Source: an optimization exercise on an open RTL-to-GDS flow (aim: small area, a short achievable clock period and few clock cycles). Production flows keep margins and buffers that such runs may drop.
Function was checked by simulation only, so behaviour that the tests miss may differ from the original.

--- flow/config.mk ---
export PLATFORM = sky130hd
export DESIGN_NAME = coat_rs_dec
export DESIGN_NICKNAME = coat_rs_dec
export VERILOG_FILES = /design/flow/design.v
export SDC_FILE = /design/flow/constraint.sdc
export NUM_CORES = 4
export LEC_CHECK = 0
export CAP_MARGIN = 20
export CORE_MARGIN = 2
export CORE_UTILIZATION = 35
export PLACE_DENSITY = 0.55
export SETUP_SLACK_MARGIN = 5.0
export SLEW_MARGIN = 20
--- flow/constraint.sdc ---
create_clock -name core_clock -period 9.0 [get_ports {clk}]
set_input_delay 1.8000 -clock core_clock [delete_from_list [all_inputs] [get_ports {clk}]]
set_output_delay 1.8000 -clock core_clock [all_outputs]
set_load 0.01 [all_outputs]
--- flow/design.v ---
module coat_rs_dec (
    input  wire         clk,
    input  wire         rst,           
    input  wire         in_valid,
    output wire         in_ready,
    input  wire         in_profile,    
    input  wire [639:0] in_word,       
    output wire         out_valid,
    output reg  [1:0]   out_status,    
    output wire [639:0] out_word,
    output reg  [3:0]   out_nsym,      
    output wire         out_dev_valid,
    output reg  [3:0]   out_dev
);
    function [7:0] gf_mul;
        input [7:0] a;
        input [7:0] b;
        integer i;
        reg [7:0] p;
        reg [7:0] aa;
        begin
            p  = 8'h00;
            aa = a;
            for (i = 0; i < 8; i = i + 1) begin
                if (b[i]) p = p ^ aa;
                aa = {aa[6:0], 1'b0} ^ (aa[7] ? 8'h1d : 8'h00);
            end
            gf_mul = p;
        end
    endfunction
    function [7:0] gf_pow;
        input integer n;
        integer i, e;
        reg [7:0] p;
        begin
            e = n % 255;
            if (e < 0) e = e + 255;
            p = 8'h01;
            for (i = 0; i < 254; i = i + 1)
                if (i < e) p = {p[6:0], 1'b0} ^ (p[7] ? 8'h1d : 8'h00);
            gf_pow = p;
        end
    endfunction
    function [7:0] gf_inv;
        input [7:0] a;
        begin
            case (a)
      8'h00: gf_inv = 8'h00;
      8'h01: gf_inv = 8'h01;
      8'h02: gf_inv = 8'h8e;
      8'h03: gf_inv = 8'hf4;
      8'h04: gf_inv = 8'h47;
      8'h05: gf_inv = 8'ha7;
      8'h06: gf_inv = 8'h7a;
      8'h07: gf_inv = 8'hba;
      8'h08: gf_inv = 8'had;
      8'h09: gf_inv = 8'h9d;
      8'h0a: gf_inv = 8'hdd;
      8'h0b: gf_inv = 8'h98;
      8'h0c: gf_inv = 8'h3d;
      8'h0d: gf_inv = 8'haa;
      8'h0e: gf_inv = 8'h5d;
      8'h0f: gf_inv = 8'h96;
      8'h10: gf_inv = 8'hd8;
      8'h11: gf_inv = 8'h72;
      8'h12: gf_inv = 8'hc0;
      8'h13: gf_inv = 8'h58;
      8'h14: gf_inv = 8'he0;
      8'h15: gf_inv = 8'h3e;
      8'h16: gf_inv = 8'h4c;
      8'h17: gf_inv = 8'h66;
      8'h18: gf_inv = 8'h90;
      8'h19: gf_inv = 8'hde;
      8'h1a: gf_inv = 8'h55;
      8'h1b: gf_inv = 8'h80;
      8'h1c: gf_inv = 8'ha0;
      8'h1d: gf_inv = 8'h83;
      8'h1e: gf_inv = 8'h4b;
      8'h1f: gf_inv = 8'h2a;
      8'h20: gf_inv = 8'h6c;
      8'h21: gf_inv = 8'hed;
      8'h22: gf_inv = 8'h39;
      8'h23: gf_inv = 8'h51;
      8'h24: gf_inv = 8'h60;
      8'h25: gf_inv = 8'h56;
      8'h26: gf_inv = 8'h2c;
      8'h27: gf_inv = 8'h8a;
      8'h28: gf_inv = 8'h70;
      8'h29: gf_inv = 8'hd0;
      8'h2a: gf_inv = 8'h1f;
      8'h2b: gf_inv = 8'h4a;
      8'h2c: gf_inv = 8'h26;
      8'h2d: gf_inv = 8'h8b;
      8'h2e: gf_inv = 8'h33;
      8'h2f: gf_inv = 8'h6e;
      8'h30: gf_inv = 8'h48;
      8'h31: gf_inv = 8'h89;
      8'h32: gf_inv = 8'h6f;
      8'h33: gf_inv = 8'h2e;
      8'h34: gf_inv = 8'ha4;
      8'h35: gf_inv = 8'hc3;
      8'h36: gf_inv = 8'h40;
      8'h37: gf_inv = 8'h5e;
      8'h38: gf_inv = 8'h50;
      8'h39: gf_inv = 8'h22;
      8'h3a: gf_inv = 8'hcf;
      8'h3b: gf_inv = 8'ha9;
      8'h3c: gf_inv = 8'hab;
      8'h3d: gf_inv = 8'h0c;
      8'h3e: gf_inv = 8'h15;
      8'h3f: gf_inv = 8'he1;
      8'h40: gf_inv = 8'h36;
      8'h41: gf_inv = 8'h5f;
      8'h42: gf_inv = 8'hf8;
      8'h43: gf_inv = 8'hd5;
      8'h44: gf_inv = 8'h92;
      8'h45: gf_inv = 8'h4e;
      8'h46: gf_inv = 8'ha6;
      8'h47: gf_inv = 8'h04;
      8'h48: gf_inv = 8'h30;
      8'h49: gf_inv = 8'h88;
      8'h4a: gf_inv = 8'h2b;
      8'h4b: gf_inv = 8'h1e;
      8'h4c: gf_inv = 8'h16;
      8'h4d: gf_inv = 8'h67;
      8'h4e: gf_inv = 8'h45;
      8'h4f: gf_inv = 8'h93;
      8'h50: gf_inv = 8'h38;
      8'h51: gf_inv = 8'h23;
      8'h52: gf_inv = 8'h68;
      8'h53: gf_inv = 8'h8c;
      8'h54: gf_inv = 8'h81;
      8'h55: gf_inv = 8'h1a;
      8'h56: gf_inv = 8'h25;
      8'h57: gf_inv = 8'h61;
      8'h58: gf_inv = 8'h13;
      8'h59: gf_inv = 8'hc1;
      8'h5a: gf_inv = 8'hcb;
      8'h5b: gf_inv = 8'h63;
      8'h5c: gf_inv = 8'h97;
      8'h5d: gf_inv = 8'h0e;
      8'h5e: gf_inv = 8'h37;
      8'h5f: gf_inv = 8'h41;
      8'h60: gf_inv = 8'h24;
      8'h61: gf_inv = 8'h57;
      8'h62: gf_inv = 8'hca;
      8'h63: gf_inv = 8'h5b;
      8'h64: gf_inv = 8'hb9;
      8'h65: gf_inv = 8'hc4;
      8'h66: gf_inv = 8'h17;
      8'h67: gf_inv = 8'h4d;
      8'h68: gf_inv = 8'h52;
      8'h69: gf_inv = 8'h8d;
      8'h6a: gf_inv = 8'hef;
      8'h6b: gf_inv = 8'hb3;
      8'h6c: gf_inv = 8'h20;
      8'h6d: gf_inv = 8'hec;
      8'h6e: gf_inv = 8'h2f;
      8'h6f: gf_inv = 8'h32;
      8'h70: gf_inv = 8'h28;
      8'h71: gf_inv = 8'hd1;
      8'h72: gf_inv = 8'h11;
      8'h73: gf_inv = 8'hd9;
      8'h74: gf_inv = 8'he9;
      8'h75: gf_inv = 8'hfb;
      8'h76: gf_inv = 8'hda;
      8'h77: gf_inv = 8'h79;
      8'h78: gf_inv = 8'hdb;
      8'h79: gf_inv = 8'h77;
      8'h7a: gf_inv = 8'h06;
      8'h7b: gf_inv = 8'hbb;
      8'h7c: gf_inv = 8'h84;
      8'h7d: gf_inv = 8'hcd;
      8'h7e: gf_inv = 8'hfe;
      8'h7f: gf_inv = 8'hfc;
      8'h80: gf_inv = 8'h1b;
      8'h81: gf_inv = 8'h54;
      8'h82: gf_inv = 8'ha1;
      8'h83: gf_inv = 8'h1d;
      8'h84: gf_inv = 8'h7c;
      8'h85: gf_inv = 8'hcc;
      8'h86: gf_inv = 8'he4;
      8'h87: gf_inv = 8'hb0;
      8'h88: gf_inv = 8'h49;
      8'h89: gf_inv = 8'h31;
      8'h8a: gf_inv = 8'h27;
      8'h8b: gf_inv = 8'h2d;
      8'h8c: gf_inv = 8'h53;
      8'h8d: gf_inv = 8'h69;
      8'h8e: gf_inv = 8'h02;
      8'h8f: gf_inv = 8'hf5;
      8'h90: gf_inv = 8'h18;
      8'h91: gf_inv = 8'hdf;
      8'h92: gf_inv = 8'h44;
      8'h93: gf_inv = 8'h4f;
      8'h94: gf_inv = 8'h9b;
      8'h95: gf_inv = 8'hbc;
      8'h96: gf_inv = 8'h0f;
      8'h97: gf_inv = 8'h5c;
      8'h98: gf_inv = 8'h0b;
      8'h99: gf_inv = 8'hdc;
      8'h9a: gf_inv = 8'hbd;
      8'h9b: gf_inv = 8'h94;
      8'h9c: gf_inv = 8'hac;
      8'h9d: gf_inv = 8'h09;
      8'h9e: gf_inv = 8'hc7;
      8'h9f: gf_inv = 8'ha2;
      8'ha0: gf_inv = 8'h1c;
      8'ha1: gf_inv = 8'h82;
      8'ha2: gf_inv = 8'h9f;
      8'ha3: gf_inv = 8'hc6;
      8'ha4: gf_inv = 8'h34;
      8'ha5: gf_inv = 8'hc2;
      8'ha6: gf_inv = 8'h46;
      8'ha7: gf_inv = 8'h05;
      8'ha8: gf_inv = 8'hce;
      8'ha9: gf_inv = 8'h3b;
      8'haa: gf_inv = 8'h0d;
      8'hab: gf_inv = 8'h3c;
      8'hac: gf_inv = 8'h9c;
      8'had: gf_inv = 8'h08;
      8'hae: gf_inv = 8'hbe;
      8'haf: gf_inv = 8'hb7;
      8'hb0: gf_inv = 8'h87;
      8'hb1: gf_inv = 8'he5;
      8'hb2: gf_inv = 8'hee;
      8'hb3: gf_inv = 8'h6b;
      8'hb4: gf_inv = 8'heb;
      8'hb5: gf_inv = 8'hf2;
      8'hb6: gf_inv = 8'hbf;
      8'hb7: gf_inv = 8'haf;
      8'hb8: gf_inv = 8'hc5;
      8'hb9: gf_inv = 8'h64;
      8'hba: gf_inv = 8'h07;
      8'hbb: gf_inv = 8'h7b;
      8'hbc: gf_inv = 8'h95;
      8'hbd: gf_inv = 8'h9a;
      8'hbe: gf_inv = 8'hae;
      8'hbf: gf_inv = 8'hb6;
      8'hc0: gf_inv = 8'h12;
      8'hc1: gf_inv = 8'h59;
      8'hc2: gf_inv = 8'ha5;
      8'hc3: gf_inv = 8'h35;
      8'hc4: gf_inv = 8'h65;
      8'hc5: gf_inv = 8'hb8;
      8'hc6: gf_inv = 8'ha3;
      8'hc7: gf_inv = 8'h9e;
      8'hc8: gf_inv = 8'hd2;
      8'hc9: gf_inv = 8'hf7;
      8'hca: gf_inv = 8'h62;
      8'hcb: gf_inv = 8'h5a;
      8'hcc: gf_inv = 8'h85;
      8'hcd: gf_inv = 8'h7d;
      8'hce: gf_inv = 8'ha8;
      8'hcf: gf_inv = 8'h3a;
      8'hd0: gf_inv = 8'h29;
      8'hd1: gf_inv = 8'h71;
      8'hd2: gf_inv = 8'hc8;
      8'hd3: gf_inv = 8'hf6;
      8'hd4: gf_inv = 8'hf9;
      8'hd5: gf_inv = 8'h43;
      8'hd6: gf_inv = 8'hd7;
      8'hd7: gf_inv = 8'hd6;
      8'hd8: gf_inv = 8'h10;
      8'hd9: gf_inv = 8'h73;
      8'hda: gf_inv = 8'h76;
      8'hdb: gf_inv = 8'h78;
      8'hdc: gf_inv = 8'h99;
      8'hdd: gf_inv = 8'h0a;
      8'hde: gf_inv = 8'h19;
      8'hdf: gf_inv = 8'h91;
      8'he0: gf_inv = 8'h14;
      8'he1: gf_inv = 8'h3f;
      8'he2: gf_inv = 8'he6;
      8'he3: gf_inv = 8'hf0;
      8'he4: gf_inv = 8'h86;
      8'he5: gf_inv = 8'hb1;
      8'he6: gf_inv = 8'he2;
      8'he7: gf_inv = 8'hf1;
      8'he8: gf_inv = 8'hfa;
      8'he9: gf_inv = 8'h74;
      8'hea: gf_inv = 8'hf3;
      8'heb: gf_inv = 8'hb4;
      8'hec: gf_inv = 8'h6d;
      8'hed: gf_inv = 8'h21;
      8'hee: gf_inv = 8'hb2;
      8'hef: gf_inv = 8'h6a;
      8'hf0: gf_inv = 8'he3;
      8'hf1: gf_inv = 8'he7;
      8'hf2: gf_inv = 8'hb5;
      8'hf3: gf_inv = 8'hea;
      8'hf4: gf_inv = 8'h03;
      8'hf5: gf_inv = 8'h8f;
      8'hf6: gf_inv = 8'hd3;
      8'hf7: gf_inv = 8'hc9;
      8'hf8: gf_inv = 8'h42;
      8'hf9: gf_inv = 8'hd4;
      8'hfa: gf_inv = 8'he8;
      8'hfb: gf_inv = 8'h75;
      8'hfc: gf_inv = 8'h7f;
      8'hfd: gf_inv = 8'hff;
      8'hfe: gf_inv = 8'h7e;
      8'hff: gf_inv = 8'hfd;
            endcase
        end
    endfunction
    function [7:0] mask_syn;
        input       skim;
        input [3:0] k;
        begin
            if (!skim) begin
                case (k)
                    0: mask_syn = 8'ha4;  1: mask_syn = 8'h71;  2: mask_syn = 8'h34;  3: mask_syn = 8'h1f;
                    4: mask_syn = 8'h86;  5: mask_syn = 8'h2e;  6: mask_syn = 8'h97;  7: mask_syn = 8'h0d;
                    8: mask_syn = 8'he6;  9: mask_syn = 8'h52; 10: mask_syn = 8'hf7; 11: mask_syn = 8'h7c;
                   12: mask_syn = 8'h19; 13: mask_syn = 8'hfa; 14: mask_syn = 8'hdc; default: mask_syn = 8'h42;
                endcase
            end else begin
                case (k)
                    0: mask_syn = 8'h80;  1: mask_syn = 8'h28;  2: mask_syn = 8'h8f;  3: mask_syn = 8'hd2;
                    4: mask_syn = 8'h7c;  5: mask_syn = 8'h7c;  6: mask_syn = 8'h12;  7: mask_syn = 8'h5f;
                    default: mask_syn = 8'h00;
                endcase
            end
        end
    endfunction
    function [3:0] pop8;
        input [7:0] v;
        integer i;
        begin
            pop8 = 4'd0;
            for (i = 0; i < 8; i = i + 1) pop8 = pop8 + {3'd0, v[i]};
        end
    endfunction
    function [3:0] cyc_dev;
        input       skim;
        input [3:0] c;
        begin
            if (!skim) cyc_dev = (c < 4'd2) ? (4'd8 + c) : (c - 4'd2);
            else       cyc_dev = (c == 4'd0) ? 4'd8 : ((c == 4'd9) ? 4'd9 : (c - 4'd1));
        end
    endfunction
    function [3:0] byte_cyc;
        input       skim;
        input integer b;
        begin
            if (!skim) byte_cyc = (b < 64) ? (b / 8 + 2) : ((b - 64) / 8);
            else       byte_cyc = (b < 64) ? (b / 8 + 1) : ((b < 72) ? 0 : 9);
        end
    endfunction
    genvar gk, gi, gm, gb;
    integer d, q;
    reg  [639:0] wa;
    reg          pa;
    reg          va;
    reg          adone;
    reg  [2:0]   acnt;
    reg  [127:0] hs;
    reg  [63:0]  ahi, alo;
    function [127:0] chunk;
        input [639:0] w;
        input         p;
        input [2:0]   u;
        begin
            if (!p) begin
                case (u)
                    3'd0: chunk = {w[64*7 +: 64], w[64*6 +: 64]};
                    3'd1: chunk = {w[64*5 +: 64], w[64*4 +: 64]};
                    3'd2: chunk = {w[64*3 +: 64], w[64*2 +: 64]};
                    3'd3: chunk = {w[64*1 +: 64], w[64*0 +: 64]};
                    default: chunk = {w[64*9 +: 64], w[64*8 +: 64]};
                endcase
            end else begin
                case (u)
                    3'd0: chunk = {w[64*9 +: 64], w[64*7 +: 64]};
                    3'd1: chunk = {w[64*6 +: 64], w[64*5 +: 64]};
                    3'd2: chunk = {w[64*4 +: 64], w[64*3 +: 64]};
                    3'd3: chunk = {w[64*2 +: 64], w[64*1 +: 64]};
                    default: chunk = {w[64*0 +: 64], w[64*8 +: 64]};
                endcase
            end
        end
    endfunction
    wire [127:0] hs_next;
    generate
        for (gk = 0; gk < 16; gk = gk + 1) begin : g_hs
            wire [7:0] acc [0:16];
            assign acc[0] = gf_mul(hs[8*gk +: 8], gf_pow(16 * gk));
            for (gi = 0; gi < 8; gi = gi + 1) begin : g_t
                assign acc[2*gi + 1] = acc[2*gi]     ^ gf_mul(alo[8*gi +: 8], gf_pow(gk * gi));
                assign acc[2*gi + 2] = acc[2*gi + 1] ^ gf_mul(ahi[8*gi +: 8], gf_pow(gk * (gi + 8)));
            end
            assign hs_next[8*gk +: 8] = acc[16];
        end
    endgenerate
    wire hs_zero = pa ? (hs[63:0] == 64'd0) : (hs == 128'd0);
    localparam NPE = 25;
    localparam [1:0] B_IDLE = 2'd0, B_RUN = 2'd1, B_DONE = 2'd2, B_CLEAN = 2'd3;
    reg  [1:0]   bs;
    reg  [639:0] wb;
    reg          pb;
    reg  [3:0]   br;               
    wire [3:0]   blast = pb ? 4'd7 : 4'd15;
    reg  [7:0]   dl  [0:1][0:NPE-1];
    reg  [7:0]   th  [0:1][0:NPE-1];
    reg  [7:0]   gmm [0:1];
    reg  [4:0]   bln [0:1];
    wire [7:0]   nd  [0:1][0:NPE-1];
    wire [7:0]   dup [0:1][0:NPE-1];    
    wire         bgrow [0:1];
    reg  [71:0]  b_lam [0:1];
    reg  [63:0]  b_om  [0:1];
    function [7:0] ri_init;
        input [127:0] s;
        input         p;
        input         a;
        input integer i;
        begin
            if (i < 16 && (!p || i < 8))
                ri_init = s[8*i +: 8] ^ (a ? 8'h00 : mask_syn(p, i[3:0]));
            else if (i == (p ? 12 : 24))
                ri_init = 8'h01;
            else
                ri_init = 8'h00;
        end
    endfunction
    generate
        for (gm = 0; gm < 2; gm = gm + 1) begin : g_arr
            for (gi = 0; gi < NPE; gi = gi + 1) begin : g_pe
                if (gi == NPE - 1) begin : g_top
                    assign dup[gm][gi] = 8'h00;
                end else begin : g_mid
                    assign dup[gm][gi] = dl[gm][gi + 1];
                end
                assign nd[gm][gi] = gf_mul(gmm[gm], dup[gm][gi]) ^ gf_mul(dl[gm][0], th[gm][gi]);
            end
            assign bgrow[gm] = (dl[gm][0] != 8'h00) && ({bln[gm], 1'b0} <= {2'b00, br});
        end
    endgenerate
    always @(*) begin
        for (d = 0; d < 2; d = d + 1) begin
            for (q = 0; q < 9; q = q + 1)
                b_lam[d][8*q +: 8] = pb ? ((q <= 4) ? dl[d][4 + q] : 8'h00) : dl[d][8 + q];
            for (q = 0; q < 8; q = q + 1)
                b_om[d][8*q +: 8] = (pb && q >= 4) ? 8'h00 : dl[d][q];
        end
    end
    localparam [2:0] C_IDLE = 3'd0, C_P1 = 3'd1, C_UNDO = 3'd2, C_PP = 3'd3, C_OUT = 3'd4;
    reg  [2:0]   cs;
    reg  [3:0]   cc;
    reg  [639:0] wc;
    reg          pc;
    reg  [71:0]  clamp, clamn;
    reg  [63:0]  comp,  comn;
    reg  [4:0]   clenp, clenn;
    reg  [71:0]  e0, e1, e2;
    reg  [3:0]   cntp, cntn;
    reg          wnen;             
    reg          rv;
    reg  [7:0]   rr0, rr1;
    reg          mism, seen;
    wire [4:0]   ctcap = pc ? 5'd4 : 5'd8;
    wire [71:0] e0_step, e1_step, e2_step;
    wire [7:0]  lv2  [0:7];
    wire [7:0]  lodd [0:7];
    wire [7:0]  root0, root1;
    generate
        for (gi = 0; gi < 9; gi = gi + 1) begin : g_st
            assign e0_step[8*gi +: 8] = gf_mul(e0[8*gi +: 8], gf_pow(-8 * gi));
            assign e1_step[8*gi +: 8] = gf_mul(e1[8*gi +: 8], gf_pow(-8 * gi));
            assign e2_step[8*gi +: 8] = pc ? gf_mul(e2[8*gi +: 8], gf_pow(-8 * gi - 64))
                                           : gf_mul(e2[8*gi +: 8], gf_pow(-8 * gi - 128));
        end
        for (gb = 0; gb < 8; gb = gb + 1) begin : g_lane
            wire [7:0] s0 [0:9];
            wire [7:0] s1 [0:9];
            wire [7:0] s2 [0:9];
            wire [7:0] o1 [0:9];
            assign s0[0] = 8'h00;
            assign s1[0] = 8'h00;
            assign s2[0] = 8'h00;
            assign o1[0] = 8'h00;
            for (gi = 0; gi < 9; gi = gi + 1) begin : g_t
                wire [7:0] t1 = gf_mul(e1[8*gi +: 8], gf_pow(-gi * gb));
                assign s0[gi + 1] = s0[gi] ^ gf_mul(e0[8*gi +: 8], gf_pow(-gi * gb));
                assign s1[gi + 1] = s1[gi] ^ t1;
                assign s2[gi + 1] = s2[gi] ^ gf_mul(e2[8*gi +: 8], gf_pow(-gi * gb));
                assign o1[gi + 1] = (gi % 2 == 1) ? (o1[gi] ^ t1) : o1[gi];
            end
            assign lv2[gb]   = s2[9];
            assign lodd[gb]  = o1[9];
            assign root0[gb] = (s0[9] == 8'h00);
            assign root1[gb] = (s1[9] == 8'h00);
        end
    endgenerate
    reg         f1v, f2v;
    reg  [3:0]  f1c, f2c;
    reg  [7:0]  f1r, f2r;
    reg  [63:0] f1o, f1d, f2o, f2i;
    wire [63:0] f2o_in, f2i_in, fe;
    generate
        for (gb = 0; gb < 8; gb = gb + 1) begin : g_fy
            wire [7:0] or_ = gf_mul(f1o[8*gb +: 8], gf_pow(-16 * gb));
            wire [7:0] os_ = gf_mul(f1o[8*gb +: 8], gf_pow(-8 * gb));
            assign f2o_in[8*gb +: 8] = pc ? os_ : or_;
            assign f2i_in[8*gb +: 8] = gf_inv(f1d[8*gb +: 8]);
            assign fe[8*gb +: 8]     = gf_mul(f2o[8*gb +: 8], f2i[8*gb +: 8]);
        end
    endgenerate
    wire c_free = (cs == C_IDLE) || (cs == C_OUT);
    wire qc_x   = qv && c_free;                           
    wire b_rdy  = (bs == B_DONE) || (bs == B_CLEAN);
    wire bq_x   = b_rdy && (!qv || qc_x);                 
    wire b_free = (bs == B_IDLE) || bq_x;
    wire ab_x   = va && adone && b_free;                  
    wire a_take = !va || ab_x;
    wire okp = (clenp <= ctcap) && ({1'b0, cntp} == clenp);
    wire okn = (clenn <= ctcap) && ({1'b0, cntn} == clenn);
    wire [4:0] lenp_b = bln[0];
    wire [4:0] lenn_b = bln[1];
    wire both_far = (lenp_b > (pb ? 5'd4 : 5'd8)) && (lenn_b > (pb ? 5'd4 : 5'd8));
    reg          qv, qp, qclean, qfar;
    reg  [639:0] qw;
    reg  [71:0]  qlamp, qlamn;
    reg  [63:0]  qomp,  qomn;
    reg  [4:0]   qlenp, qlenn;
    always @(posedge clk) begin
        if (bq_x) begin
            qw     <= wb;
            qp     <= pb;
            qclean <= (bs == B_CLEAN);
            qfar   <= both_far;
            qlamp  <= b_lam[0];
            qomp   <= b_om[0];
            qlenp  <= lenp_b;
            qlamn  <= b_lam[1];
            qomn   <= b_om[1];
            qlenn  <= lenn_b;
        end
    end
    wire       dev_hit  = f2v && (f2r != 8'd0) && (cs == C_P1);
    wire [3:0] dev_now  = cyc_dev(pc, f2c);
    wire       mism_now = mism || (dev_hit && seen && (out_dev != dev_now));
    reg        va_n, adone_n;
    reg  [1:0] bs_n;
    reg        qv_n;
    reg  [2:0] cs_n;
    always @(*) begin
        va_n    = rst ? 1'b0 : (a_take ? in_valid : va);
        adone_n = a_take ? 1'b0 : (adone || (acnt == 3'd4));
        bs_n = bs;
        if (bq_x) bs_n = B_IDLE;
        if (bs == B_RUN && br == blast) bs_n = B_DONE;
        if (ab_x) bs_n = hs_zero ? B_CLEAN : B_RUN;
        if (rst) bs_n = B_IDLE;
        qv_n = rst ? 1'b0 : (bq_x ? 1'b1 : (qc_x ? 1'b0 : qv));
        cs_n = cs;
        case (cs)
            C_OUT: cs_n = C_IDLE;
            C_P1:
                if (cc == 4'd11) begin
                    if (okp)
                        cs_n = wnen ? C_UNDO : ((clenp == 5'd0) ? C_OUT : C_PP);
                    else if (okn)
                        cs_n = C_OUT;
                    else
                        cs_n = wnen ? C_UNDO : C_OUT;
                end
            C_UNDO:
                if (cc == 4'd11)
                    cs_n = (okp && clenp != 5'd0) ? C_PP : C_OUT;
            C_PP:
                if (cc == 4'd11) cs_n = C_OUT;
            default: ;
        endcase
        if (qc_x) cs_n = (qclean || qfar) ? C_OUT : C_P1;
        if (rst) cs_n = C_IDLE;
    end
    wire c_free_n = (cs_n == C_IDLE) || (cs_n == C_OUT);
    wire b_free_n = (bs_n == B_IDLE) || (((bs_n == B_DONE) || (bs_n == B_CLEAN)) && (!qv_n || c_free_n));
    reg in_ready_r, out_valid_r, out_dev_valid_r;
    assign in_ready      = in_ready_r;
    assign out_valid     = out_valid_r;
    assign out_dev_valid = out_dev_valid_r;
    assign out_word      = wc;
    always @(posedge clk) begin
        va          <= va_n;
        adone       <= adone_n;
        bs          <= bs_n;
        qv          <= qv_n;
        cs          <= cs_n;
        in_ready_r  <= !va_n || (adone_n && b_free_n);
        out_valid_r <= (cs_n == C_OUT);
    end
    always @(posedge clk) begin
        if (a_take) begin
            wa         <= in_word;
            pa         <= in_profile;
            {ahi, alo} <= chunk(in_word, in_profile, 3'd0);
            acnt       <= 3'd0;
            hs         <= 128'd0;
        end else if (!adone) begin
            hs         <= hs_next;
            {ahi, alo} <= chunk(wa, pa, acnt + 3'd1);
            acnt       <= acnt + 3'd1;
        end
    end
    always @(posedge clk) begin
        if (ab_x) begin
            wb <= wa;
            pb <= pa;
            br <= 4'd0;
            for (d = 0; d < 2; d = d + 1) begin
                gmm[d] <= 8'h01;
                bln[d] <= 5'd0;
                for (q = 0; q < NPE; q = q + 1) begin
                    dl[d][q] <= ri_init(hs, pa, d[0], q);
                    th[d][q] <= ri_init(hs, pa, d[0], q);
                end
            end
        end else if (bs == B_RUN) begin
            br <= br + 4'd1;
            for (d = 0; d < 2; d = d + 1) begin
                for (q = 0; q < NPE; q = q + 1) begin
                    dl[d][q] <= nd[d][q];
                    if (bgrow[d]) th[d][q] <= dup[d][q];
                end
                if (bgrow[d]) begin
                    gmm[d] <= dl[d][0];
                    bln[d] <= {1'b0, br} + 5'd1 - bln[d];
                end
            end
        end
    end
    wire c_lanes = (cs == C_P1 || cs == C_UNDO || cs == C_PP) && (cc <= 4'd9);
    wire c_write = (cs == C_P1) ? wnen : 1'b1;
    always @(posedge clk) begin
        f1v <= c_lanes && c_write;
        f1c <= cc;
        f1r <= root1;
        for (q = 0; q < 8; q = q + 1) begin
            f1o[8*q +: 8] <= lv2[q];
            f1d[8*q +: 8] <= lodd[q];
        end
        f2v <= f1v;
        f2c <= f1c;
        f2r <= f1r;
        f2o <= f2o_in;
        f2i <= f2i_in;
        rv  <= c_lanes && (cs == C_P1);
        rr0 <= root0;
        rr1 <= root1;
        if (cs == C_P1 || cs == C_UNDO || cs == C_PP) begin
            e0 <= e0_step;
            e1 <= e1_step;
            e2 <= e2_step;
            cc <= cc + 4'd1;
        end
        if (rv) begin
            cntp <= cntp + pop8(rr0);
            cntn <= cntn + pop8(rr1);
        end
        if (dev_hit) begin
            seen <= 1'b1;
            if (!seen) out_dev <= dev_now;
        end
        mism <= mism_now;
        if (qc_x) begin
            pc    <= qp;
            clamp <= qlamp;
            comp  <= qomp;
            clenp <= qlenp;
            clamn <= qlamn;
            comn  <= qomn;
            clenn <= qlenn;
            e0    <= qlamp;
            e1    <= qlamn;
            e2    <= {8'h00, qomn};
            wnen  <= (qlenn <= (qp ? 5'd4 : 5'd8));
            cntp  <= 4'd0;
            cntn  <= 4'd0;
            cc    <= 4'd0;
            mism  <= 1'b0;
            seen  <= 1'b0;
            out_dev_valid_r <= 1'b0;
            out_status <= qclean ? 2'd0 : 2'd3;
            out_nsym   <= 4'd0;
        end else if (cc == 4'd11 && (cs == C_P1 || cs == C_UNDO)) begin
            cc <= 4'd0;
            if (cs == C_P1) begin
                if (okp) begin
                    out_status <= 2'd2;
                    out_nsym   <= cntp;
                end else if (okn) begin
                    out_status <= 2'd1;
                    out_nsym   <= cntn;
                    out_dev_valid_r <= !pc && (cntn >= 4'd3) && !mism_now;
                end
            end
            if (cs_n == C_UNDO) begin
                e1 <= clamn;
                e2 <= {8'h00, comn};
            end else begin
                e1 <= clamp;
                e2 <= {8'h00, comp};
            end
        end
    end
    generate
        for (gb = 0; gb < 80; gb = gb + 1) begin : g_wc
            localparam [3:0] CR = byte_cyc(1'b0, gb);
            localparam [3:0] CS = byte_cyc(1'b1, gb);
            wire hit = f2v && f2r[gb % 8] && (f2c == (pc ? CS : CR));
            always @(posedge clk) begin
                if (qc_x)
                    wc[8*gb +: 8] <= qw[8*gb +: 8];
                else if (hit)
                    wc[8*gb +: 8] <= wc[8*gb +: 8] ^ fe[8*(gb % 8) +: 8];
            end
        end
    endgenerate
endmodule
--- flow/run.sh ---
#!/bin/bash
# synth_recipe.tcl (not shown) runs the flow's synth.tcl, then flattens the netlist and writes it again
# the make line also repeats each setting of config.mk as NAME=value (left out here)
make -C /OpenROAD-flow-scripts/flow DESIGN_CONFIG=/design/flow/config.mk WORK_HOME=/design/flow/orfs CLKGATE_MAP_FILE= SYNTH_SCRIPT=/design/flow/synth_recipe.tcl finish
==> run_summary.xml, run 1 <==
<?xml version="1.0" encoding="UTF-8"?>
<metrics>
  <group name="timing">
    <metric name="grt_setup_unrepaired" unit="">yes</metric>
    <metric name="period_minus_slack" unit="ns">4.36</metric>
    <metric name="finClkSkew" unit="ns">0.106</metric>
    <metric name="finalHoldViolCount" unit="">0</metric>
    <metric name="timing.max_slew.rel_slack" unit="%">-1.84</metric>
    <metric name="whs" unit="ns">0.309</metric>
    <metric name="min_period_over_period" unit="%">48.5</metric>
    <metric name="timing.fmax" unit="MHz">229</metric>
    <metric name="final_setup_violation_count" unit="">0</metric>
    <metric name="worst-slew-pin-transition" unit="ns">1.53</metric>
    <metric name="timing.setup.tns" unit="ns">0</metric>
    <metric name="timing.final.max_slew_violations" unit="">19</metric>
  </group>
  <group name="outcome">
    <metric name="outcome" unit="">finished with violations</metric>
    <metric name="failed_checks" unit="">capacitance limit, slew limit</metric>
  </group>
  <group name="die">
    <metric name="die_w" unit="mm">1.03</metric>
    <metric name="floorplan.initialDensity" unit="%">35.1</metric>
    <metric name="placementRows" unit="">376</metric>
    <metric name="die-area" unit="um^2">1060000</metric>
    <metric name="fp.dieH" unit="mm">1.03</metric>
    <metric name="placeable_core_area" unit="um^2">1050000</metric>
    <metric name="design.portCount" unit="">1297</metric>
  </group>
  <group name="clock_tree">
    <metric name="clkTransAtPathRegs" unit="ns">0.06</metric>
    <metric name="cts-root-buf" unit="">sky130_fd_sc_hd__clkbuf_16</metric>
    <metric name="cts_max_path_buffers" unit="">5</metric>
    <metric name="cts_h_tree_depth" unit="">6</metric>
    <metric name="clock_latency" unit="ns">1.19</metric>
    <metric name="cts_tree" unit="">yes</metric>
    <metric name="cts_inserted_buffers" unit="">594</metric>
    <metric name="cts-hold-fix-buffers" unit="">0</metric>
    <metric name="clock_sink_count" unit="">4748</metric>
  </group>
  <group name="logic_synthesis">
    <metric name="synth.yosys.seq_area_share" unit="%">37.4</metric>
    <metric name="netlist.area_leader.share" unit="%">34.7</metric>
    <metric name="yosys.area_share.adder" unit="%">0.632</metric>
    <metric name="synth_warnings" unit="">43</metric>
    <metric name="synth-main-ff-cell" unit="">sky130_fd_sc_hd__edfxtp_1</metric>
    <metric name="synth.area.mux_share" unit="%">2.30</metric>
    <metric name="yosys.area.top_type" unit="">sky130_fd_sc_hd__edfxtp_1</metric>
    <metric name="synth_edf_count" unit="">4259</metric>
    <metric name="yosys.area_share.simple" unit="%">11.5</metric>
    <metric name="combinational_family_with_the_most_area_after_synthesis" unit="">XOR/XNOR gates</metric>
    <metric name="netlist_instances" unit="">38500</metric>
    <metric name="synthesis.nets" unit="">39300</metric>
    <metric name="xor_xnor_fraction_of_synth_area" unit="%">36.2</metric>
    <metric name="synth-async-reset-ratio" unit="%">0</metric>
    <metric name="synthesis.area" unit="um^2">368000</metric>
    <metric name="synthesis.area_per_instance" unit="um^2">9.57</metric>
    <metric name="post_synth_most_frequent_cells" unit="">sky130_fd_sc_hd__xnor2_1, sky130_fd_sc_hd__nand2_1, sky130_fd_sc_hd__edfxtp_1</metric>
    <metric name="yosys.cell_count.top_type" unit="">sky130_fd_sc_hd__xnor2_1</metric>
    <metric name="synth.area.top_cells" unit="">sky130_fd_sc_hd__edfxtp_1, sky130_fd_sc_hd__xnor2_1, sky130_fd_sc_hd__nand2_1</metric>
    <metric name="synth_seq_cells" unit="">4748</metric>
    <metric name="synth-compound-area-share" unit="%">8.34</metric>
    <metric name="synth.lib_cells_used.distinct" unit="">92</metric>
  </group>
  <group name="route">
    <metric name="drt_first_iter_violations" unit="">60900</metric>
    <metric name="wire_per_inst" unit="um">46.7</metric>
    <metric name="routed_via_density" unit="">6.08</metric>
    <metric name="drt-total-wl" unit="mm">2530</metric>
    <metric name="drc_errors" unit="">0</metric>
    <metric name="firstDrtPassIters" unit="">10</metric>
    <metric name="routed-via-count" unit="">329000</metric>
    <metric name="drt.antenna.violating_nets" unit="">0</metric>
  </group>
  <group name="critical_path">
    <metric name="worst_ep_required_time" unit="ns">10.05</metric>
    <metric name="reg2reg_depth" unit="">8</metric>
    <metric name="worst_ep_arrival_time" unit="ns">5.41</metric>
    <metric name="timing.critical_path.to_type" unit="">flip-flop</metric>
    <metric name="setup.worst_path.start_class" unit="">flip-flop</metric>
    <metric name="cp_max_fo" unit="">12</metric>
    <metric name="worstSetupPathType" unit="">flip-flop to flip-flop</metric>
  </group>
  <group name="final_layout">
    <metric name="area_delta_synth_final" unit="%">18.5</metric>
    <metric name="post_route_cells_drive_above_1_share" unit="%">12.0</metric>
    <metric name="nNetsFinal" unit="">40000</metric>
    <metric name="n_fill_cell" unit="">101000</metric>
  </group>
  <group name="run">
    <metric name="cap_viol_max_count" unit="">1</metric>
  </group>
  <group name="global_routing">
    <metric name="grt_pass1_vias" unit="">290000</metric>
    <metric name="wire_length_of_the_first_global_routing_pass" unit="mm">3180</metric>
    <metric name="grt_use_total" unit="%">45.6</metric>
    <metric name="grt_start_max_net_pins" unit="">145</metric>
    <metric name="antenna_found_initial" unit="">701</metric>
    <metric name="grt_overflow_total" unit="">0</metric>
  </group>
  <group name="placement">
    <metric name="number_of_port_buffers" unit="">1296</metric>
    <metric name="gpl.final_weighted_congestion" unit="">1.13</metric>
    <metric name="estimated_wirelength_of_the_detail_placed_design" unit="mm">1890</metric>
  </group>
  <group name="min_path">
    <metric name="worstHoldPathType" unit="">flip-flop to flip-flop</metric>
    <metric name="min_delay_path_depth" unit="">0</metric>
  </group>
</metrics>
[per-stage QoR]
step | instance area, um^2 | cells | worst slack (ns) | util, %
finish | 436000 | 54200 | 4.64 | 41.6
CTS | 433000 | 53600 | 4.72 | 41.3
floorplan | 368000 | 38500 | 1.33 | -
global placement | 403000 | 52100 | 2.49 | 38.4
global route | 436000 | 53800 | 4.85 | 41.5
detailed placement | 405000 | 52100 | 3.61 | 38.6
[worst max-delay path: stages, from the launching register on]
cell	delay, ns
sky130_fd_sc_hd__edfxtp_1	0.39
sky130_fd_sc_hd__clkbuf_8	0.26
sky130_fd_sc_hd__xnor2_1	0.98
sky130_fd_sc_hd__xnor2_1	0.46
sky130_fd_sc_hd__xnor2_1	0.74
sky130_fd_sc_hd__xnor2_1	0.30
sky130_fd_sc_hd__xnor3_2	0.41
sky130_fd_sc_hd__xnor3_1	0.36
sky130_fd_sc_hd__o21ai_0	0.15
[layout make-up]
type,instances,area (um^2),area share [%]
Clock buffer,743,15800,3.63
Timing Repair Buffer,3343,31800,7.29
Antenna cell,494,1240,0.283
Multi-Input combinational cell,30300,227000,52.1
Sequential cell,4748,138000,31.6
Tap cell,14000,17500,4.01
Clock inverter,336,3960,0.906
Inverter,197,817,0.187
[state kept, by name, summed over array words and instances, names as in the netlist, 64 cells and up]
name   count
ahi       64
th       386
qw       640
qlamp     72
alo       64
wa       640
f1o       64
e0        72
e2        72
f1d       64
qomp      64
clamn     72
dl       400
comp      64
wc       640
f2i       64
qomn      64
hs       128
f2o       64
qlamn     72
comn      64
clamp     72
e1        72
wb       640
[logic make-up after synthesis]
group	count (synthesis)
AO/OA/AOI/OAI	5028
multiplexers	697
AND/OR/NAND/NOR	10600
flip-flops	4748
XOR/XNOR	13800
adder cells (fa/ha/maj)	179
buffers and inverters	3453
[metal layers]
layer | share of wire (%) | vias up | global-route usage, %
met5 | 0.11 | - | 0.215
met2 | 39 | 27600 | 61.9
met1 | 39 | 166000 | 59.6
li1 | - | 129000 | -
met4 | 7.1 | 292 | 25.9
met3 | 15 | 5472 | 20.6
[final timing paths]
| kind | startpoint | endpoint | slack [ns] |
|---|---|---|---|
| setup / recovery | ahi[57]$_DFFE_PP_ | hs[90]$_SDFFE_PN0N_ | 4.64 |
| hold / removal | f1c[2]$_DFF_P_ | f2c[2]$_DFF_P_ | 0.31 |
| setup reg to reg | ahi[57]$_DFFE_PP_ | hs[90]$_SDFFE_PN0N_ | 4.64 |
| hold reg to reg | f1c[2]$_DFF_P_ | f2c[2]$_DFF_P_ | 0.31 |
[what timing repair did]
item	in CTS	in global routing
setup endpoints to repair	3116	892
gates resized for setup	1170	238
buffers inserted	321	85
gates cloned	31	8
pin swaps	58	34
[layout by cell type (no fill, tap or decap), types with 152 or more instances in the layout]
master / instances
sky130_fd_sc_hd__nor2b_1: 206
sky130_fd_sc_hd__mux2i_1: 308
sky130_fd_sc_hd__a22oi_1: 637
sky130_fd_sc_hd__a211oi_1: 311
sky130_fd_sc_hd__nand3_1: 216
sky130_fd_sc_hd__o21ai_0: 1375
sky130_fd_sc_hd__inv_1: 167
sky130_fd_sc_hd__dfxtp_1: 391
sky130_fd_sc_hd__xor2_1: 2624
sky130_fd_sc_hd__clkdlybuf4s50_1: 904
sky130_fd_sc_hd__mux2_2: 300
sky130_fd_sc_hd__a31oi_1: 191
sky130_fd_sc_hd__edfxtp_1: 4259
sky130_fd_sc_hd__xnor3_1: 611
sky130_fd_sc_hd__xor2_2: 154
sky130_fd_sc_hd__ha_1: 159
sky130_fd_sc_hd__nand2_1: 7794
sky130_fd_sc_hd__dlygate4sd2_1: 317
sky130_fd_sc_hd__buf_12: 152
sky130_fd_sc_hd__xnor2_1: 9510
sky130_fd_sc_hd__xnor2_2: 512
sky130_fd_sc_hd__clkbuf_16: 610
sky130_fd_sc_hd__a21oi_1: 1450
sky130_fd_sc_hd__nor2_1: 1551
sky130_fd_sc_hd__xnor2_4: 171
sky130_fd_sc_hd__diode_2: 494
sky130_fd_sc_hd__o211ai_1: 201
sky130_fd_sc_hd__buf_4: 1650
Testbench counts, summed over its fixed seeds: cycles 11,499.
==> run 2: changes to the inputs <==
--- a/flow/design.v
+++ b/flow/design.v
@@ -7,9 +7,9 @@
     input  wire [639:0] in_word,       
     output wire         out_valid,
-    output reg  [1:0]   out_status,    
+    output wire [1:0]   out_status,    
     output wire [639:0] out_word,
-    output reg  [3:0]   out_nsym,      
+    output wire [3:0]   out_nsym,      
     output wire         out_dev_valid,
-    output reg  [3:0]   out_dev
+    output wire [3:0]   out_dev
 );
     function [7:0] gf_mul;
@@ -29,4 +29,60 @@
         end
     endfunction
+    function [3:0] g16;
+        input [3:0] a;
+        input [3:0] b;
+        integer i;
+        reg [6:0] p;
+        begin
+            p = 7'd0;
+            for (i = 0; i < 4; i = i + 1)
+                if (b[i]) p = p ^ ({3'b000, a} << i);
+            for (i = 6; i > 3; i = i - 1)
+                if (p[i]) p = p ^ (7'h13 << (i - 4));
+            g16 = p[3:0];
+        end
+    endfunction
+    function [7:0] cmul;
+        input [7:0] a;
+        input [7:0] b;
+        reg [3:0] h, m, l;
+        begin
+            h = g16(a[7:4], b[7:4]);
+            m = g16(a[7:4] ^ a[3:0], b[7:4] ^ b[3:0]);
+            l = g16(a[3:0], b[3:0]);
+            cmul = {m ^ l, l ^ g16(h, 4'h8)};
+        end
+    endfunction
+    function [7:0] cmul2;
+        input [7:0] a;
+        input [7:0] b;
+        input [7:0] c;
+        input [7:0] d;
+        reg [3:0] h, m, l;
+        begin
+            h = g16(a[7:4], b[7:4]) ^ g16(c[7:4], d[7:4]);
+            m = g16(a[7:4] ^ a[3:0], b[7:4] ^ b[3:0]) ^ g16(c[7:4] ^ c[3:0], d[7:4] ^ d[3:0]);
+            l = g16(a[3:0], b[3:0]) ^ g16(c[3:0], d[3:0]);
+            cmul2 = {m ^ l, l ^ g16(h, 4'h8)};
+        end
+    endfunction
+    function [7:0] phi;
+        input [7:0] a;
+        begin
+            phi = (a[0] ? 8'h01 : 8'h00) ^ (a[1] ? 8'h21 : 8'h00) ^
+                  (a[2] ? 8'h47 : 8'h00) ^ (a[3] ? 8'h2b : 8'h00) ^
+                  (a[4] ? 8'h3d : 8'h00) ^ (a[5] ? 8'hc8 : 8'h00) ^
+                  (a[6] ? 8'h4f : 8'h00) ^ (a[7] ? 8'h13 : 8'h00);
+        end
+    endfunction
+    function [7:0] phinv;
+        input [7:0] a;
+        begin
+            phinv = (a[0] ? 8'h01 : 8'h00) ^ (a[1] ? 8'h4e : 8'h00) ^
+                    (a[2] ? 8'h99 : 8'h00) ^ (a[3] ? 8'h44 : 8'h00) ^
+                    (a[4] ? 8'hcf : 8'h00) ^ (a[5] ? 8'h03 : 8'h00) ^
+                    (a[6] ? 8'hd2 : 8'h00) ^ (a[7] ? 8'hb6 : 8'h00);
+        end
+    endfunction
     function [7:0] gf_pow;
         input integer n;
@@ -418,5 +474,5 @@
         begin
             if (i < 16 && (!p || i < 8))
-                ri_init = s[8*i +: 8] ^ (a ? 8'h00 : mask_syn(p, i[3:0]));
+                ri_init = phi(s[8*i +: 8] ^ (a ? 8'h00 : mask_syn(p, i[3:0])));
             else if (i == (p ? 12 : 24))
                 ri_init = 8'h01;
@@ -433,5 +489,5 @@
                     assign dup[gm][gi] = dl[gm][gi + 1];
                 end
-                assign nd[gm][gi] = gf_mul(gmm[gm], dup[gm][gi]) ^ gf_mul(dl[gm][0], th[gm][gi]);
+                assign nd[gm][gi] = cmul2(gmm[gm], dup[gm][gi], dl[gm][0], th[gm][gi]);
             end
             assign bgrow[gm] = (dl[gm][0] != 8'h00) && ({bln[gm], 1'b0} <= {2'b00, br});
@@ -441,7 +497,7 @@
         for (d = 0; d < 2; d = d + 1) begin
             for (q = 0; q < 9; q = q + 1)
-                b_lam[d][8*q +: 8] = pb ? ((q <= 4) ? dl[d][4 + q] : 8'h00) : dl[d][8 + q];
+                b_lam[d][8*q +: 8] = phinv(pb ? ((q <= 4) ? dl[d][4 + q] : 8'h00) : dl[d][8 + q]);
             for (q = 0; q < 8; q = q + 1)
-                b_om[d][8*q +: 8] = (pb && q >= 4) ? 8'h00 : dl[d][q];
+                b_om[d][8*q +: 8] = phinv((pb && q >= 4) ? 8'h00 : dl[d][q]);
         end
     end
@@ -541,5 +597,5 @@
     wire       dev_hit  = f2v && (f2r != 8'd0) && (cs == C_P1);
     wire [3:0] dev_now  = cyc_dev(pc, f2c);
-    wire       mism_now = mism || (dev_hit && seen && (out_dev != dev_now));
+    wire       mism_now = mism || (dev_hit && seen && (dev_h != dev_now));
     reg        va_n, adone_n;
     reg  [1:0] bs_n;
@@ -579,8 +635,14 @@
     wire c_free_n = (cs_n == C_IDLE) || (cs_n == C_OUT);
     wire b_free_n = (bs_n == B_IDLE) || (((bs_n == B_DONE) || (bs_n == B_CLEAN)) && (!qv_n || c_free_n));
-    reg in_ready_r, out_valid_r, out_dev_valid_r;
+    reg        in_ready_r, out_valid_r, out_dev_valid_r;
+    reg  [1:0] out_status_r;
+    reg  [3:0] out_nsym_r, out_dev_r;
+    reg  [3:0] dev_h;              
     assign in_ready      = in_ready_r;
     assign out_valid     = out_valid_r;
     assign out_dev_valid = out_dev_valid_r;
+    assign out_status    = out_status_r;
+    assign out_nsym      = out_nsym_r;
+    assign out_dev       = out_dev_r;
     assign out_word      = wc;
     always @(posedge clk) begin
@@ -592,4 +654,20 @@
         in_ready_r  <= !va_n || (adone_n && b_free_n);
         out_valid_r <= (cs_n == C_OUT);
+        if (qc_x) begin
+            out_status_r <= qclean ? 2'd0 : 2'd3;
+            out_nsym_r   <= 4'd0;
+        end else if (okp) begin
+            out_status_r <= 2'd2;
+            out_nsym_r   <= cntp;
+        end else if (okn && cs == C_P1) begin
+            out_status_r <= 2'd1;
+            out_nsym_r   <= cntn;
+        end else begin
+            out_status_r <= 2'd3;
+            out_nsym_r   <= 4'd0;
+        end
+        out_dev_valid_r <= !qc_x && (cs == C_P1) && !okp && okn && !pc &&
+                           (cntn >= 4'd3) && !mism_now;
+        out_dev_r       <= seen ? dev_h : dev_now;
     end
     always @(posedge clk) begin
@@ -663,5 +741,5 @@
         if (dev_hit) begin
             seen <= 1'b1;
-            if (!seen) out_dev <= dev_now;
+            if (!seen) dev_h <= dev_now;
         end
         mism <= mism_now;
@@ -683,19 +761,6 @@
             mism  <= 1'b0;
             seen  <= 1'b0;
-            out_dev_valid_r <= 1'b0;
-            out_status <= qclean ? 2'd0 : 2'd3;
-            out_nsym   <= 4'd0;
         end else if (cc == 4'd11 && (cs == C_P1 || cs == C_UNDO)) begin
             cc <= 4'd0;
-            if (cs == C_P1) begin
-                if (okp) begin
-                    out_status <= 2'd2;
-                    out_nsym   <= cntp;
-                end else if (okn) begin
-                    out_status <= 2'd1;
-                    out_nsym   <= cntn;
-                    out_dev_valid_r <= !pc && (cntn >= 4'd3) && !mism_now;
-                end
-            end
             if (cs_n == C_UNDO) begin
                 e1 <= clamn;
@@ -712,10 +777,7 @@
             localparam [3:0] CS = byte_cyc(1'b1, gb);
             wire hit = f2v && f2r[gb % 8] && (f2c == (pc ? CS : CR));
-            always @(posedge clk) begin
-                if (qc_x)
-                    wc[8*gb +: 8] <= qw[8*gb +: 8];
-                else if (hit)
-                    wc[8*gb +: 8] <= wc[8*gb +: 8] ^ fe[8*(gb % 8) +: 8];
-            end
+            always @(posedge clk)
+                wc[8*gb +: 8] <= qc_x ? qw[8*gb +: 8]
+                                      : (wc[8*gb +: 8] ^ (fe[8*(gb % 8) +: 8] & {8{hit}}));
         end
     endgenerate
--- a/flow/config.mk
+++ b/flow/config.mk
@@ -6,8 +6,9 @@
 export NUM_CORES = 4
 export LEC_CHECK = 0
-export CAP_MARGIN = 20
+export CAP_MARGIN = 30
 export CORE_MARGIN = 2
 export CORE_UTILIZATION = 35
 export PLACE_DENSITY = 0.55
 export SETUP_SLACK_MARGIN = 5.0
-export SLEW_MARGIN = 20
+export SLEW_MARGIN = 30
+export TNS_END_PERCENT = 10
==> run_summary.xml, run 2 <==
<?xml version="1.0" encoding="UTF-8"?>
<metrics>
  <group name="outcome">
    <metric name="outcome" unit="">timing/DRC/antenna clean</metric>
  </group>
  <group name="placement">
    <metric name="estimated_wirelength_of_the_detail_placed_design" unit="mm">1800</metric>
    <metric name="number_of_port_buffers" unit="">1296</metric>
    <metric name="place_ws" unit="ns">3.01</metric>
    <metric name="dpl.cell_count" unit="">51200</metric>
    <metric name="gpl.final_weighted_congestion" unit="">1.18</metric>
  </group>
  <group name="clock_tree">
    <metric name="cts-root-buf" unit="">sky130_fd_sc_hd__clkbuf_16</metric>
    <metric name="clkTransAtPathRegs" unit="ns">0.07</metric>
    <metric name="cts_tree" unit="">yes</metric>
    <metric name="clock_latency" unit="ns">1.24</metric>
    <metric name="cts_max_path_buffers" unit="">5</metric>
    <metric name="clock_sink_count" unit="">4752</metric>
    <metric name="cts_inserted_buffers" unit="">588</metric>
    <metric name="cts_h_tree_depth" unit="">6</metric>
  </group>
  <group name="route">
    <metric name="routed-via-count" unit="">310000</metric>
    <metric name="drt.antenna.violating_nets" unit="">0</metric>
    <metric name="drt-total-wl" unit="mm">2290</metric>
    <metric name="drt_first_iter_violations" unit="">53000</metric>
    <metric name="wire_per_inst" unit="um">43.4</metric>
    <metric name="drc_errors" unit="">0</metric>
    <metric name="routed_via_density" unit="">5.86</metric>
    <metric name="firstDrtPassIters" unit="">7</metric>
  </group>
  <group name="timing">
    <metric name="min_period_over_period" unit="%">52.4</metric>
    <metric name="worst-slew-pin-transition" unit="ns">1.31</metric>
    <metric name="finClkSkew" unit="ns">0.208</metric>
    <metric name="timing.fmax" unit="MHz">212</metric>
    <metric name="finalWorstSetupSlack" unit="ns">4.28</metric>
    <metric name="grt_setup_unrepaired" unit="">yes</metric>
    <metric name="finalHoldViolCount" unit="">0</metric>
    <metric name="timing.setup.tns" unit="ns">0</metric>
    <metric name="period_minus_slack" unit="ns">4.72</metric>
    <metric name="timing.max_slew.rel_slack" unit="%">11.7</metric>
    <metric name="final_setup_violation_count" unit="">0</metric>
    <metric name="timing.final.max_slew_violations" unit="">0</metric>
  </group>
  <group name="final_layout">
    <metric name="nNetsFinal" unit="">39500</metric>
    <metric name="instances_no_fill" unit="">52800</metric>
    <metric name="area_delta_synth_final" unit="%">18.2</metric>
    <metric name="layout.cells.most_common_list" unit="">sky130_fd_sc_hd__xnor2_1, sky130_fd_sc_hd__nand2_1, sky130_fd_sc_hd__edfxtp_1, sky130_fd_sc_hd__xor2_1, sky130_fd_sc_hd__nor2_1</metric>
    <metric name="layout_commonest_cell" unit="">sky130_fd_sc_hd__xnor2_1</metric>
    <metric name="post-route-util" unit="%">41.5</metric>
    <metric name="post_route_cells_drive_above_1_share" unit="%">10.1</metric>
  </group>
  <group name="critical_path">
    <metric name="reg2reg_from" unit="">alo[56]$_DFFE_PP_</metric>
    <metric name="critPathLaunch" unit="">alo[56]$_DFFE_PP_</metric>
    <metric name="worst_ep_required_time" unit="ns">9.93</metric>
    <metric name="timing.critical_path.to_type" unit="">flip-flop</metric>
    <metric name="worstSetupPathType" unit="">flip-flop to flip-flop</metric>
    <metric name="setup.worst_path.start_class" unit="">flip-flop</metric>
    <metric name="cp_max_fo" unit="">10</metric>
    <metric name="worst_ep_arrival_time" unit="ns">5.65</metric>
  </group>
  <group name="min_path">
    <metric name="timing.hold.worst.start" unit="">wb[40]$_DFFE_PP_</metric>
    <metric name="worstHoldPathType" unit="">flip-flop to flip-flop</metric>
  </group>
  <group name="logic_synthesis">
    <metric name="yosys.area.top_type" unit="">sky130_fd_sc_hd__edfxtp_1</metric>
    <metric name="synth_seq_cells" unit="">4752</metric>
    <metric name="synthesis.nets" unit="">38600</metric>
    <metric name="synth.area.top_cells" unit="">sky130_fd_sc_hd__edfxtp_1, sky130_fd_sc_hd__xnor2_1, sky130_fd_sc_hd__xor2_1</metric>
    <metric name="synth.yosys.seq_area_share" unit="%">37.3</metric>
    <metric name="synth.lib_cells_used.distinct" unit="">88</metric>
    <metric name="synthesis.area" unit="um^2">352000</metric>
    <metric name="post_synth_most_frequent_cells" unit="">sky130_fd_sc_hd__xnor2_1, sky130_fd_sc_hd__nand2_1, sky130_fd_sc_hd__edfxtp_1</metric>
    <metric name="synth-async-reset-ratio" unit="%">0</metric>
    <metric name="synth_warnings" unit="">43</metric>
    <metric name="synth-main-ff-cell" unit="">sky130_fd_sc_hd__edfxtp_1</metric>
    <metric name="netlist_instances" unit="">37800</metric>
    <metric name="yosys.cell_count.top_type" unit="">sky130_fd_sc_hd__xnor2_1</metric>
    <metric name="synthesis.area_per_instance" unit="um^2">9.31</metric>
    <metric name="synth_edf_count" unit="">3617</metric>
    <metric name="netlist.area_leader.share" unit="%">30.9</metric>
  </group>
  <group name="die">
    <metric name="placementRows" unit="">368</metric>
    <metric name="floorplan.initialDensity" unit="%">35.1</metric>
    <metric name="placeable_core_area" unit="um^2">1000000</metric>
    <metric name="fp.dieH" unit="mm">1.01</metric>
    <metric name="design.portCount" unit="">1297</metric>
    <metric name="die-area" unit="um^2">1010000</metric>
    <metric name="die_w" unit="mm">1.01</metric>
  </group>
  <group name="global_routing">
    <metric name="wire_length_of_the_first_global_routing_pass" unit="mm">2920</metric>
    <metric name="grt_start_max_net_pins" unit="">213</metric>
    <metric name="grt_pass1_vias" unit="">280000</metric>
    <metric name="antenna_found_initial" unit="">549</metric>
    <metric name="grt_overflow_total" unit="">0</metric>
    <metric name="grt_use_total" unit="%">43.5</metric>
  </group>
  <group name="run">
    <metric name="cap_viol_max_count" unit="">0</metric>
  </group>
</metrics>
## run 2: cell count changes in the layout (fill, tap and decap cells not counted), sizes merged, moves of 544 or more
cell	change
dfxtp	+646
edfxtp	-642
nand2	-1873
nor2	+1412
xnor2	+753
xnor3	-544
xor2	+599
## run 2: path summary, 6_finish.rpt
kind	endpoint	slack (ns)	cells past startpoint
setup / recovery	hs[64]$_SDFFE_PN0N_	4.28	10
hold / removal	qw[40]$_DFFE_PP_	0.28	0
setup reg to reg	hs[64]$_SDFFE_PN0N_	4.28	10
hold reg to reg	qw[40]$_DFFE_PP_	0.28	0
## run 2: area by class of cell
type	instances	area, um^2
Fill cell	97500	587000
Multi-Input combinational cell	30100	219000
Sequential cell	4752	132000
Timing Repair Buffer	2845	27200
Tap cell	13300	16700
Clock buffer	778	16200
Clock inverter	280	3040
Inverter	292	1190
Antenna cell	419	1050
Timing Repair inverter	2	17.5
## run 2: stage by stage
stage	area [um^2]	hold slack, ns
2_1_floorplan	352000	0.310
5_1_grt	416000	0.288
3_3_place_gp	387000	0.312
4_1_cts	413000	0.284
6_report	416000	0.280
3_5_place_dp	390000	0.314
## run 2: routing by layer
| layer | routed length (um) | part of all wire, % | global-route usage, % | up-vias |
|---|---|---|---|---|
| met2 | 897000 | 39 | 59.2 | 22500 |
| met5 | 1900 | 0.083 | 0.188 | - |
| met3 | 311000 | 14 | 17.2 | 4181 |
| li1 | - | - | - | 126000 |
| met1 | 915000 | 40 | 57.5 | 157000 |
| met4 | 167000 | 7.3 | 26.1 | 190 |
## run 2: repair_timing
item,4_1_cts,5_1_grt
gates resized for setup,462,216
setup buffers,51,61
cloned,16,4
hold buffers,0,0
pin swaps,24,33
setup endpoints to repair,3178,1600
hold endpoints to repair,0,0
## run 2: cells by family after synthesis
logic type,synth area share [%]
and+or+nand+nor,11.5
adders and majority gates,0.772
DFF,37.3
muxes,1.60
AOI/OAI and AO/OA,8.18
xor gates and xnor gates,37.4
buffers and inverters,3.23
## run 2: critical path, stage by stage (launching register included)
cell and delay [ns]:
sky130_fd_sc_hd__edfxtp_1 0.36, sky130_fd_sc_hd__buf_4 0.33, sky130_fd_sc_hd__xnor2_2 0.68, sky130_fd_sc_hd__xor2_1 0.75, sky130_fd_sc_hd__xnor2_1 0.43, sky130_fd_sc_hd__xnor2_1 0.92, sky130_fd_sc_hd__xnor2_1 0.26, sky130_fd_sc_hd__xnor2_1 0.25
sky130_fd_sc_hd__xnor3_1 0.33, sky130_fd_sc_hd__nor2_1 0.10, sky130_fd_sc_hd__a211oi_1 0.06
Testbench counts of run 2, summed over its fixed seeds: cycles 11,499.

-- afterwards: timing with drivers on the ports --
How much do the figures lean on ideal ports? The routed layouts below were timed once more, with nothing changed but the port constraints. Step 1 (the two cells are an assumption about what drives the block):
set clk [get_ports {clk}]
set_driving_cell -lib_cell sky130_fd_sc_hd__clkbuf_16 $clk
set_driving_cell -lib_cell sky130_fd_sc_hd__buf_2 [delete_from_list [all_inputs] $clk]
Step 2 moves the port delays by t, midway between the first and last clock arrival at a register: inputs arrive t later, outputs are due t later. That takes back most of the time a late clock gives input paths. a / b / c = no drivers / after step 1 / after step 2; a / b = the first two.
run	t, ns	setup slack, ns	latest minus earliest clock arrival (ns)
run 1	1.326	4.635 / 4.635 / 4.028	0.124 / 0.124
run 2	1.284	4.283 / 4.283 / 4.194	0.208 / 0.208
The setup slack of run 1, which loses most, moves by 0.000 ns with the drivers and by -0.607 ns with both steps.
